This is an optimization exercise on Yosys and OpenROAD, whose aim is small area, a short achievable clock period and few clock cycles per item, not a production implementation.
The RTL was checked by simulation tests, not by an equivalence proof against the original design.

===== design.v =====
module frb64_encoder (
    input  wire        clk,
    input  wire        rst,           
    input  wire        in_valid,
    output reg         in_ready,
    input  wire [23:0] in_value,
    input  wire [7:0]  in_flags,
    input  wire [2:0]  cfg_ratio,     
    input  wire        cfg_raw,       
    output reg         out_valid,
    input  wire        out_ready,
    output reg  [31:0] out_data,
    output reg         out_last
);
    localparam integer F   = 4;       
    localparam integer THR = 68;      
    localparam [1:0] KIND_PACK = 2'd0, KIND_RAW = 2'd2, KIND_CONST = 2'd3;
    localparam [1:0] FM_UNIFORM = 2'd0, FM_SIDEBAR = 2'd1, FM_MERGED = 2'd2;
    function [15:0] crc16_value;
        input [15:0] crc_in;
        input [23:0] v;
        reg   [15:0] c;
        integer      b, j;
        begin
            c = crc_in;
            for (b = 0; b < 3; b = b + 1) begin
                c = c ^ {v[8*b +: 8], 8'h00};
                for (j = 0; j < 8; j = j + 1)
                    c = c[15] ? ((c << 1) ^ 16'h1021) : (c << 1);
            end
            crc16_value = c;
        end
    endfunction
    function [22:0] mag;
        input [23:0] r;
        begin
            mag = r[23] ? ~r[22:0] : r[22:0];
        end
    endfunction
    function [4:0] bitlen23;
        input [22:0] v;
        integer      j;
        begin
            bitlen23 = 5'd0;
            for (j = 0; j < 23; j = j + 1)
                if (v[j]) bitlen23 = j + 1;
        end
    endfunction
    function [5:0] words_of_ratio;
        input [2:0] ratio;
        begin
            case (ratio)
                3'd0:    words_of_ratio = 6'd51;
                3'd1:    words_of_ratio = 6'd27;
                3'd2:    words_of_ratio = 6'd19;
                3'd3:    words_of_ratio = 6'd15;
                3'd4:    words_of_ratio = 6'd11;
                default: words_of_ratio = 6'd9;
            endcase
        end
    endfunction
    function [4:0] wmax_of;
        input [2:0] ratio;
        input       sidebar;
        begin
            case (ratio)
                3'd0:    wmax_of = sidebar ? 5'd16 : 5'd24;
                3'd1:    wmax_of = sidebar ? 5'd4  : 5'd12;
                3'd2:    wmax_of = 5'd8;
                3'd3:    wmax_of = 5'd6;
                3'd4:    wmax_of = 5'd4;
                default: wmax_of = 5'd3;
            endcase
        end
    endfunction
    function [5:0] body_words;
        input [4:0] w;
        reg   [10:0] bits;
        begin
            bits = 11'd63 * w + 11'd31;
            body_words = bits[10:5];
        end
    endfunction
    reg [24*64-1:0] xring;
    reg [8*64-1:0]  fring;
    wire [23:0] x63 = xring[24*63 +: 24];
    wire [7:0]  f63 = fring[8*63 +: 8];
    wire [23:0] x0  = xring[0 +: 24];
    wire [23:0] x1  = xring[24 +: 24];
    wire [23:0] x2  = xring[48 +: 24];
    wire [7:0]  f0s = fring[0 +: 8];
    wire in_fire = in_valid && in_ready;
    always @(posedge clk) begin
        xring <= {xring[24*63-1:0], in_fire ? in_value : x63};
        fring <= {fring[8*63-1:0],  in_fire ? in_flags : f63};
    end
    reg  [5:0] ph;           
    reg        wact;         
    reg  [5:0] wi;           
    reg  [5:0] wbase;
    reg        ract;         
    reg        rpass1;       
    reg  [5:0] ri;
    reg  [5:0] rbase;
    reg        go;           
    reg        undecided;    
    reg        dec_trig;     
    reg        dec_pend;     
    reg        hdr_pend;     
    reg  [7:0] busy;
    reg  [2:0] wr_ratio;
    reg        wr_raw;
    reg  [1:0] d_kind;
    reg  [4:0] d_K, d_W;
    reg  [1:0] d_P, d_fm;
    reg  [7:0] d_hflags;
    reg [15:0] d_crc;
    reg  [5:0] d_B, d_nf;
    reg        d_sb;
    reg        pv;           
    reg  [5:0] pidx;         
    reg        all_const, all_uniform;
    reg  [7:0] f0_r;
    reg  [4:0] flag_or;
    reg  [2:0] flag_min_hi;
    reg  [1:0] flag_min_lo;
    reg        flag_live;
    reg [15:0] crc;
    reg [22:0] trk0;
    reg [22:0] trk1 [0:23];
    reg [22:0] trk2 [0:23];
    wire [23:0] r1v [0:23];
    wire [23:0] r2v [0:23];
    genvar gk;
    generate
        for (gk = 0; gk < 24; gk = gk + 1) begin : g_res
            wire signed [23:0] qi  = $signed(x0) >>> gk;
            wire signed [23:0] qm1 = $signed(x1) >>> gk;
            wire signed [23:0] qm2 = $signed(x2) >>> gk;
            assign r1v[gk] = qi - qm1;
            assign r2v[gk] = (pidx == 6'd1) ? (qi - qm1) : (qi - (qm1 <<< 1) + qm2);
        end
    endgenerate
    integer t;
    always @(posedge clk) begin
        if (pv) begin
            if (pidx == 6'd0) begin
                all_const   <= 1'b1;
                all_uniform <= 1'b1;
                f0_r        <= f0s;
                flag_or     <= f0s[4:0];
                flag_min_hi <= f0s[7:5];
                flag_min_lo <= f0s[1:0];
                flag_live   <= !f0s[4];
                crc         <= crc16_value(16'hFFFF, x0);
                trk0        <= 23'd0;
                for (t = 0; t < 24; t = t + 1) begin
                    trk1[t] <= 23'd0;
                    trk2[t] <= 23'd0;
                end
            end else begin
                if (x0 != x1)   all_const   <= 1'b0;
                if (f0s != f0_r) all_uniform <= 1'b0;
                flag_or <= flag_or | f0s[4:0];
                if (f0s[7:5] < flag_min_hi) flag_min_hi <= f0s[7:5];
                if (!f0s[4]) begin
                    if (!flag_live || f0s[1:0] < flag_min_lo)
                        flag_min_lo <= f0s[1:0];
                    flag_live <= 1'b1;
                end
                crc  <= crc16_value(crc, x0);
                trk0 <= trk0 | mag(x0);
                for (t = 0; t < 24; t = t + 1) begin
                    trk1[t] <= trk1[t] | mag(r1v[t]);
                    trk2[t] <= trk2[t] | mag(r2v[t]);
                end
            end
        end
    end
    reg        c_sidebar;
    reg [1:0]  c_fm;
    reg [4:0]  c_wmax;
    reg [4:0]  c_k, c_w;
    reg [1:0]  c_p;
    reg        c_found;
    reg [4:0]  wk0, wk1, wk2, wk;
    reg [1:0]  pk;
    reg [7:0]  c_merged;
    reg        c_const;
    reg [5:0]  c_B, c_nf, c_pads;
    reg [7:0]  c_dend, c_est;
    integer    kk;
    always @* begin
        c_sidebar = !all_uniform && (wr_ratio <= 3'd1);
        c_fm      = all_uniform ? FM_UNIFORM : (c_sidebar ? FM_SIDEBAR : FM_MERGED);
        c_wmax    = wmax_of(wr_ratio, c_sidebar);
        c_k       = 5'd23;
        c_w       = 5'd1;
        c_p       = 2'd0;
        c_found   = 1'b0;
        for (kk = 0; kk < 24; kk = kk + 1) begin
            wk0 = bitlen23(trk0 >> kk) + 5'd1;
            wk1 = bitlen23(trk1[kk]) + 5'd1;
            wk2 = bitlen23(trk2[kk]) + 5'd1;
            wk  = wk0;
            pk  = 2'd0;
            if (wk1 < wk) begin wk = wk1; pk = 2'd1; end
            if (wk2 < wk) begin wk = wk2; pk = 2'd2; end
            if (!c_found && wk <= c_wmax) begin
                c_found = 1'b1;
                c_k     = kk[4:0];
                c_w     = wk;
                c_p     = pk;
            end
        end
        if (wr_raw)
            c_merged = {3'b000, flag_or[4:2], flag_live ? flag_min_lo : 2'b00};
        else
            c_merged = {flag_min_hi, flag_or};
        c_const = all_const && all_uniform;
        c_B     = words_of_ratio(wr_ratio);
        c_nf    = (c_const ? 6'd0 : body_words(c_w)) + (c_sidebar ? 6'd16 : 6'd0);
        c_pads  = c_B - 6'd3 - c_nf;
        c_dend  = (c_sidebar ? 8'd132 : 8'd68) + {2'b00, c_pads};
        c_est   = ({2'b00, busy} + {2'b00, c_B} > {1'b0, c_dend}) ? busy + {2'b00, c_B} : c_dend;
    end
    reg         va, vb, vc, vr;
    reg  [23:0] xa, xb, qc;
    reg  [7:0]  fa, fb, fc;
    reg         fa_first, fb_first, fc_first;
    reg         fa_last,  fb_last,  fc_last;
    reg         fa_p1,    fb_p1,    fc_p1;
    reg  [4:0]  Ka, Wa;
    reg  [1:0]  Pa;
    reg  [23:0] pred, qprev;
    reg  [23:0] rr_bits;
    reg  [4:0]  rr_w;
    reg         rr_last;
    reg  [55:0] acc;
    reg  [5:0]  acnt;
    reg         flush_pend;
    reg  [23:0] seed_r;
    reg         seed_v;
    reg  [31:0] fifo [0:F-1];
    reg  [2:0]  fcount;
    reg  [1:0]  fwp, frp;
    wire [55:0] comb_acc  = acc | ({32'd0, rr_bits} << acnt);
    wire [5:0]  comb_cnt  = acnt + (vr ? {1'b0, rr_w} : 6'd0);
    wire        push_full = vr && (comb_cnt >= 6'd32);
    wire        push_need = flush_pend ? (acnt != 6'd0) : (push_full || (vr && rr_last && comb_cnt != 6'd0));
    wire [31:0] push_word = flush_pend ? acc[31:0] : comb_acc[31:0];
    wire        ffull     = (fcount == F);
    wire        stall     = push_need && ffull;
    wire        push      = push_need && !ffull;
    wire [4:0]  k_use = fb_first ? d_K : Ka;
    wire [23:0] q_new = $signed(xb) >>> k_use;
    wire [1:0]  p_use   = fc_first ? d_P : Pa;
    wire [4:0]  w_use   = fc_first ? d_W : Wa;
    wire        is_flag = fc_p1 && d_sb;
    wire [23:0] r_new   = qc - pred;
    wire [23:0] w_mask  = ~(24'hFFFFFF << w_use);
    reg         s_act;
    reg  [5:0]  widx, s_B, s_nf;
    wire        out_free = !out_valid || out_ready;
    wire        seq_fifo = s_act && (widx >= 6'd3) && (widx - 6'd3 < s_nf);
    wire        pop      = out_free && seq_fifo && (fcount != 0);
    reg  [5:0] n_ph, n_wi, n_wbase, n_ri, n_rbase;
    reg        n_wact, n_ract, n_rpass1, n_go, n_undecided, n_inr;
    reg  [7:0] n_busy;
    reg  [2:0] n_fcount;
    reg        n_hdr_pend;
    reg  [5:0] rel;
    reg        freeing, slot_free;
    always @* begin
        n_ph        = ph + 6'd1;
        n_wact      = wact;
        n_wi        = wi;
        n_wbase     = wbase;
        n_ract      = ract;
        n_rpass1    = rpass1;
        n_ri        = ri;
        n_rbase     = rbase;
        n_undecided = undecided;
        n_hdr_pend  = hdr_pend;
        n_busy      = (busy != 8'd0) ? busy - 8'd1 : 8'd0;
        if (dec_trig) begin
            n_undecided = 1'b0;
            n_busy      = c_est;
            n_hdr_pend  = 1'b1;
        end
        if (s_act && widx == 6'd2 && out_free && seed_v)
            n_hdr_pend  = 1'b0;
        if (go) begin
            n_ri = ri + 6'd1;
            if (ri == 6'd63) begin
                if (rpass1 && d_sb)
                    n_rpass1 = 1'b0;
                else
                    n_ract = 1'b0;
            end
        end
        if (in_fire) begin
            if (!wact) begin
                n_wact  = 1'b1;
                n_wbase = ph;
                n_wi    = 6'd1;
            end else begin
                n_wi = wi + 6'd1;
                if (wi == 6'd63) begin
                    n_wact      = 1'b0;
                    n_wi        = 6'd0;
                    n_ract      = 1'b1;
                    n_rpass1    = 1'b1;
                    n_ri        = 6'd0;
                    n_rbase     = wbase;
                    n_undecided = 1'b1;
                end
            end
        end
        n_fcount = fcount + (push ? 3'd1 : 3'd0) - (pop ? 3'd1 : 3'd0);
        n_go     = n_ract && (n_ph == n_rbase + n_ri) &&
                   ((fcount + (push ? 3'd1 : 3'd0)) < F);
        rel       = n_ph - n_rbase;
        freeing   = !n_rpass1 || !d_sb;
        slot_free = !n_ract || (freeing && !n_undecided &&
                                ((rel < n_ri) || (rel == n_ri && n_go)));
        if (!n_wact)
            n_inr = slot_free && !n_undecided && !dec_trig && (n_busy <= THR);
        else
            n_inr = slot_free && (n_ph == n_wbase + n_wi) &&
                    !(n_wi == 6'd63 && (n_hdr_pend || n_undecided || dec_trig));
    end
    always @(posedge clk) begin
        if (rst) begin
            ph        <= 6'd0;
            wact      <= 1'b0;
            wi        <= 6'd0;
            wbase     <= 6'd0;
            ract      <= 1'b0;
            rpass1    <= 1'b0;
            ri        <= 6'd0;
            rbase     <= 6'd0;
            go        <= 1'b0;
            in_ready  <= 1'b0;
            undecided <= 1'b0;
            dec_trig  <= 1'b0;
            dec_pend  <= 1'b0;
            hdr_pend  <= 1'b0;
            busy      <= 8'd0;
            pv        <= 1'b0;
        end else begin
            ph        <= n_ph;
            wact      <= n_wact;
            wi        <= n_wi;
            wbase     <= n_wbase;
            ract      <= n_ract;
            rpass1    <= n_rpass1;
            ri        <= n_ri;
            rbase     <= n_rbase;
            go        <= n_go;
            in_ready  <= n_inr;
            undecided <= n_undecided;
            hdr_pend  <= n_hdr_pend;
            busy      <= n_busy;
            pv        <= in_fire;
            dec_trig  <= pv && (pidx == 6'd63);
            if (dec_trig)
                dec_pend <= 1'b1;
            else if (!s_act && out_free && dec_pend)
                dec_pend <= 1'b0;
        end
        if (in_fire) begin
            pidx <= wact ? wi : 6'd0;
            if (!wact) begin
                wr_ratio <= cfg_ratio;
                wr_raw   <= cfg_raw;
            end
        end
        if (dec_trig) begin
            d_sb   <= c_sidebar;
            d_B    <= c_B;
            d_nf   <= c_nf;
            d_crc  <= crc;
            if (c_const) begin
                d_kind   <= KIND_CONST;
                d_K      <= 5'd0;
                d_W      <= 5'd0;
                d_P      <= 2'd0;
                d_fm     <= FM_UNIFORM;
                d_hflags <= f0_r;
            end else begin
                d_kind   <= (c_k == 5'd0 && c_w == 5'd24) ? KIND_RAW : KIND_PACK;
                d_K      <= c_k;
                d_W      <= c_w;
                d_P      <= c_p;
                d_fm     <= c_fm;
                d_hflags <= (c_fm == FM_UNIFORM) ? f0_r :
                            (c_fm == FM_MERGED)  ? c_merged : 8'd0;
            end
        end
    end
    always @(posedge clk) begin
        if (rst) begin
            va <= 1'b0; vb <= 1'b0; vc <= 1'b0; vr <= 1'b0;
            acnt <= 6'd0;
            acc  <= 56'd0;
            flush_pend <= 1'b0;
            seed_v <= 1'b0;
            fcount <= 3'd0;
            fwp <= 2'd0;
            frp <= 2'd0;
        end else begin
            if (!stall) begin
                va       <= go;
                xa       <= x63;
                fa       <= f63;
                fa_first <= (ri == 6'd0);
                fa_last  <= (ri == 6'd63);
                fa_p1    <= rpass1;
                vb <= va; xb <= xa; fb <= fa;
                fb_first <= fa_first; fb_last <= fa_last; fb_p1 <= fa_p1;
                vc <= vb; qc <= q_new; fc <= fb;
                fc_first <= fb_first; fc_last <= fb_last; fc_p1 <= fb_p1;
                if (vb && fb_first) Ka <= d_K;
                vr      <= 1'b0;
                rr_last <= 1'b0;
                if (vc) begin
                    if (fc_first) begin
                        Pa <= d_P;
                        Wa <= d_W;
                    end
                    if (fc_first && fc_p1) begin
                        seed_r <= qc;
                        seed_v <= 1'b1;
                    end
                    if (is_flag) begin
                        vr      <= 1'b1;
                        rr_bits <= {16'd0, fc};
                        rr_w    <= 5'd8;
                        rr_last <= fc_last;
                    end else if (fc_first) begin
                        pred  <= (p_use == 2'd0) ? 24'd0 : qc;
                        qprev <= qc;
                    end else begin
                        vr      <= (w_use != 5'd0);
                        rr_bits <= r_new & w_mask;
                        rr_w    <= w_use;
                        rr_last <= fc_last;
                        pred    <= (p_use == 2'd0) ? 24'd0 :
                                   (p_use == 2'd1) ? qc : ((qc << 1) - qprev);
                        qprev   <= qc;
                    end
                end
                if (flush_pend) begin
                    acc        <= vr ? {32'd0, rr_bits} : 56'd0;
                    acnt       <= vr ? {1'b0, rr_w} : 6'd0;
                    flush_pend <= 1'b0;
                end else if (vr) begin
                    if (comb_cnt >= 6'd32) begin
                        acc        <= comb_acc >> 32;
                        acnt       <= comb_cnt - 6'd32;
                        flush_pend <= rr_last && (comb_cnt != 6'd32);
                    end else if (rr_last) begin
                        acc  <= 56'd0;
                        acnt <= 6'd0;
                    end else begin
                        acc  <= comb_acc;
                        acnt <= comb_cnt;
                    end
                end
            end
            if (push) begin
                fifo[fwp] <= push_word;
                fwp <= fwp + 2'd1;
            end
            if (pop)
                frp <= frp + 2'd1;
            fcount <= n_fcount;
            if (s_act && widx == 6'd2 && out_free && seed_v)
                seed_v <= 1'b0;
        end
    end
    wire [31:0] header0 = {4'd0, d_hflags, d_fm, 4'd0, d_P, d_W, d_K, d_kind};
    always @(posedge clk) begin
        if (rst) begin
            out_valid <= 1'b0;
            out_last  <= 1'b0;
            out_data  <= 32'd0;
            s_act     <= 1'b0;
            widx      <= 6'd0;
        end else if (out_free) begin
            out_valid <= 1'b0;
            if (!s_act) begin
                if (dec_pend) begin
                    out_valid <= 1'b1;
                    out_data  <= header0;
                    out_last  <= 1'b0;
                    s_act     <= 1'b1;
                    widx      <= 6'd1;
                    s_B       <= d_B;
                    s_nf      <= d_nf;
                end
            end else if (widx == 6'd1) begin
                out_valid <= 1'b1;
                out_data  <= {16'd0, d_crc};
                widx      <= 6'd2;
            end else if (widx == 6'd2) begin
                if (seed_v) begin
                    out_valid <= 1'b1;
                    out_data  <= {8'd0, seed_r};
                    widx      <= 6'd3;
                end
            end else if (!seq_fifo || fcount != 0) begin
                out_valid <= 1'b1;
                out_data  <= seq_fifo ? fifo[frp] : 32'd0;
                out_last  <= (widx == s_B - 6'd1);
                widx      <= widx + 6'd1;
                if (widx == s_B - 6'd1)
                    s_act <= 1'b0;
            end
        end
    end
endmodule

===== run.sh =====
#!/bin/bash
# synth_recipe.tcl (not shown) runs the flow's synth.tcl, then flattens the netlist and writes it again
# the make line also repeats each setting of config.mk as NAME=value (left out here)
make -C /OpenROAD-flow-scripts/flow DESIGN_CONFIG=/design/flow/config.mk WORK_HOME=/design/flow/orfs CLKGATE_MAP_FILE= SYNTH_SCRIPT=/design/flow/synth_recipe.tcl finish

===== config.mk =====
export PLATFORM = sky130hd
export DESIGN_NAME = frb64_encoder
export DESIGN_NICKNAME = frb64_encoder
export VERILOG_FILES = /design/flow/design.v
export SDC_FILE = /design/flow/constraint.sdc
export NUM_CORES = 4
export LEC_CHECK = 0
export CAP_MARGIN = 40
export CORE_MARGIN = 2
export CORE_UTILIZATION = 25
export PLACE_DENSITY = 0.45
export SLEW_MARGIN = 20

===== constraint.sdc =====
create_clock -name core_clock -period 14.0 [get_ports {clk}]
set_input_delay 2.8000 -clock core_clock [delete_from_list [all_inputs] [get_ports {clk}]]
set_output_delay 2.8000 -clock core_clock [all_outputs]
set_load 0.01 [all_outputs]

==> summary.txt <==
STA
  – Unrepaired setup endpoints after global routing: true
  – Final Cycle Share: 102.8%
  – Fin crit period: 14.40 ns
  – Setup Viol. Count Final: 3
  – Slew headroom: ~25%
  – Final worst slack: -0.3959 ns
  – Skew final: 0.1408 ns
  – Final Hold Vio Count: 0
  – Slew @ Worst Pin: 1.122 ns
  – FMAX: 69.46 MHz
  – Final Max Slew Viols: 0

Synthesis
  – Synth Area per Inst: 10.34 um2
  – Ys Warns: 3
  – EDFF count, synth: ~1.1k
  – Synth Register Bits: 3,335
  – Synth top area share: between 30% and 40%
  – Synth top area cells: dfxtp_1 (31%), edfxtp_1 (23%), xnor2_1 (6.7%), ha_1 (5.5%), nor2_1 (5.3%)
  – Sequential fraction of the synthesis area: a little over half
  – Ys async rst share: 0%
  – Unique masters post-synth: ~110
  – Cell taking the most area after synthesis: dfxtp_1
  – Post-Synthesis Cells: 13.90k
  – Predominant post-synthesis flop cell: dfxtp_1
  – Post-Syn Area: around 140,000 um2
  – Top post-synthesis cells by count: dfxtp_1 (2,214), nor2_1 (2,040), edfxtp_1 (1,121)
  – Cell with the most instances after synthesis: dfxtp_1

Worst setup path
  – Worst-path maximum fanout: 5
  – FF-to-FF Start: trk1[3][11]
  – Worst path most repeated cell: buf_4
  – Worst Reg-to-Reg Cells: 79
  – Worst R2R End: in_ready
  – CP required: about 15 ns
  – Critical path class: flip-flop to flip-flop
  – CP Capture Point: in_ready
  – Crit path DAT: 15.31 ns
  – Worst path slowest cell: or4_4
  – Worst Setup SP: trk1[3][11]
  – Critical Path Source Type: flip-flop
  – Worst setup EP type: flip-flop
  – Critical path's largest stage delay: 0.56 ns
  – Reg2Reg Setup Slack: -0.40 ns

Final layout
  – Layout cells sized above 1: between 10% and 20%
  – Area grow syn2layout: 23.98%
  – Final instance area: around 180,000 um2
  – Nets: 16.12k
  – Layout Utilization: 31.09%

Floorplan
  – Die H: 762.0 um
  – Die ar.: 580,700 um2
  – I/O pins: 75
  – Site Rows: between 200 and 300
  – Starting Density: about a quarter
  – Core Area: 572,900 um2
  – DIE WIDTH: 762.0 um

Run status
  – Violated Checks: setup timing
  – Status: complete, but fails checks

Routing
  – DR vias/cell: 4.685
  – Vias: 109.0k
  – Drt wl/cell: 23.39 um
  – Total Wirelength: 544,000 um
  – Detailed router's first-iteration violation count: 9,854
  – Antenna-violating nets left: 0
  – DRC viols: 0
  – Initial DRT Pass Iterations: 7

Global route
  – Global-route wire length before repair: roughly 770,000 um
  – Initial antenna violation count: 42
  – Largest net degree at the start of global routing: 178
  – Total track usage: between 15 and 20%
  – Number of global-route vias before repair: roughly 100k
  – Grt ovf: 0

Placed design
  – Hpwl dp: 415,400 um
  – Port bufs: 74
  – Gpl congestion: 1.016
  – Placed Area: 164,300 um2

Clocking
  – H-tree depth: 5
  – Worst-Skew Late Latency: 1.05 ns
  – CTS tree: yes
  – Clk slew on worst S/H paths: roughly 0.060 ns
  – Clock Root Buffer: clkbuf_16
  – CTS Buf Count: 350
  – Max clock buf depth: 4
  – Sink Count: between 3k and 4k

Worst hold path
  – Hold Path Class: flip-flop to flip-flop
  – Hold Startpoint: xring[982]

Run
  – # Max-Cap Violations: 0
logic make-up after synthesis:
family          share of synthesized area (%)
simple gates                            12.05
compound gates                          12.29
other cells                          0.005228
mux                                     2.491
fa+ha+maj                               6.432
flops                                   54.29
xor+xnor                                9.262
buf+inv                                 3.179
worst max-delay path, delay by kind of cell (launching register included):
kind | cells | cell delay, ns
simple gates | 23 | 3.98
buf+inv | 23 | 2.88
fa+ha+maj | 10 | 2.85
flops | 1 | 0.38
compound gates | 18 | 3.18
xor+xnor | 4 | 0.76
mux | 1 | 0.25
worst min-delay path by stage:
| stage | endpoint | cells after the start |
|---|---|---|
| final | xring[1006] | 0 |
| after global routing | xring[1006] | 0 |
| after CTS | xring[1077] | 0 |
| after detailed placement | fring[102] | 0 |
| after global placement | xring[1140] | 0 |
| after floorplan | fring[100] | 0 |
what timing repair did:
| action | in CTS | in global routing |
|---|---|---|
| resized for setup | 127 | 123 |
| gates cloned | 0 | 0 |
| endpoints found under the setup margin | 9 | 9 |
| buffers inserted | 51 | 25 |
| pin swaps | 56 | 42 |
| hold buffers | 0 | 0 |
cell type report:
| cell class | instances | area (um2) |
|---|---|---|
| Fill cell | 59267 | 394800 |
| Sequential cell | 3335 | 78000 |
| Multi-Input combinational cell | 9416 | 63150 |
| Timing Repair Buffer | 1599 | 13040 |
| Clock buffer | 492 | 10150 |
| Tap cell | 7560 | 9459 |
| Inverter | 681 | 2567 |
| Clock inverter | 151 | 1675 |
| Antenna cell | 25 | 62.56 |
state kept, by name (all words and copies together), names as in the netlist, 32 cells and up, named ones only:
register  cells
fring       512
fifo        128
out_data     32
acc          56
trk2        342
trk1        299
xring      1536
metal layers:
layer  vias up  part of all wire (%)  GRT usage, %  wire, um
met5         -                 0.022             0       121
met4        12                   5.5         8.513     29920
met3      1184                   7.7         3.786     41820
met2      4033                    43         27.62    233500
met1     52668                    44         24.23    238700
li1      51075                     -             -         -
metrics by stage:
step                      setup WS [ns]  hold WS (ns)  TNS, ns  cells
after floorplan                 -0.1723        0.3096  -0.1723  13960
after global placement           -1.017        0.3096   -5.494  22442
after detailed placement         -1.109        0.3121   -6.283  22501
after CTS                       -0.3072        0.2494  -0.4446  23193
after global routing            -0.9795        0.2572   -5.050  23237
final                           -0.3959        0.2513  -0.6597  23259
cells in the final DEF (no fill, tap or decap), types with 63 or more instances in the layout:
master,synthesis,final
nor4_1,107,96
a211oi_1,117,109
buf_4,0,1414
o21ai_0,676,645
xor2_1,420,416
o21a_1,92,92
ha_1,631,610
dfxtp_1,2214,2209
nand2b_1,124,123
conb_1,2,63
nand4_1,64,64
o21bai_1,76,75
nor2_1,2040,2018
edfxtp_1,1121,1121
nor3_1,205,197
a21o_1,175,175
nand3_1,140,135
xnor2_1,1094,1076
nor2b_1,127,124
o31ai_1,76,71
clkbuf_1,440,76
clkdlybuf4s50_1,0,73
clkbuf_16,0,369
fa_1,66,64
nand2_1,839,833
mux2i_1,181,158
inv_1,661,651
a21oi_1,1118,1063
Testbench counts, summed over its fixed seeds: cycles 29,053, blocks 384.

==> re-timing with driven ports <==
Ports are ideal in the flow. The routed layout listed here was re-timed in OpenROAD.
Step 1 (the two cells are an assumption about what drives the block):
set clk [get_ports {clk}]
set_driving_cell -lib_cell sky130_fd_sc_hd__clkbuf_16 $clk
set_driving_cell -lib_cell sky130_fd_sc_hd__buf_2 [delete_from_list [all_inputs] $clk]
Step 2 moves the port delays by t, midway between the first and last clock arrival at a register: inputs arrive t later, outputs are due t later. That takes back most of the time a late clock gives input paths.
a / b / c = ideal / step 1 / step 2; a / b = the first two.
t, ns: 1.098
setup WS [ns]: -0.396 / -0.396 / -0.396
worst data-port slew with drivers (ns): 0.10
For this run, drivers alone change the setup slack by 0.000 ns; drivers and shift together by 0.000 ns.
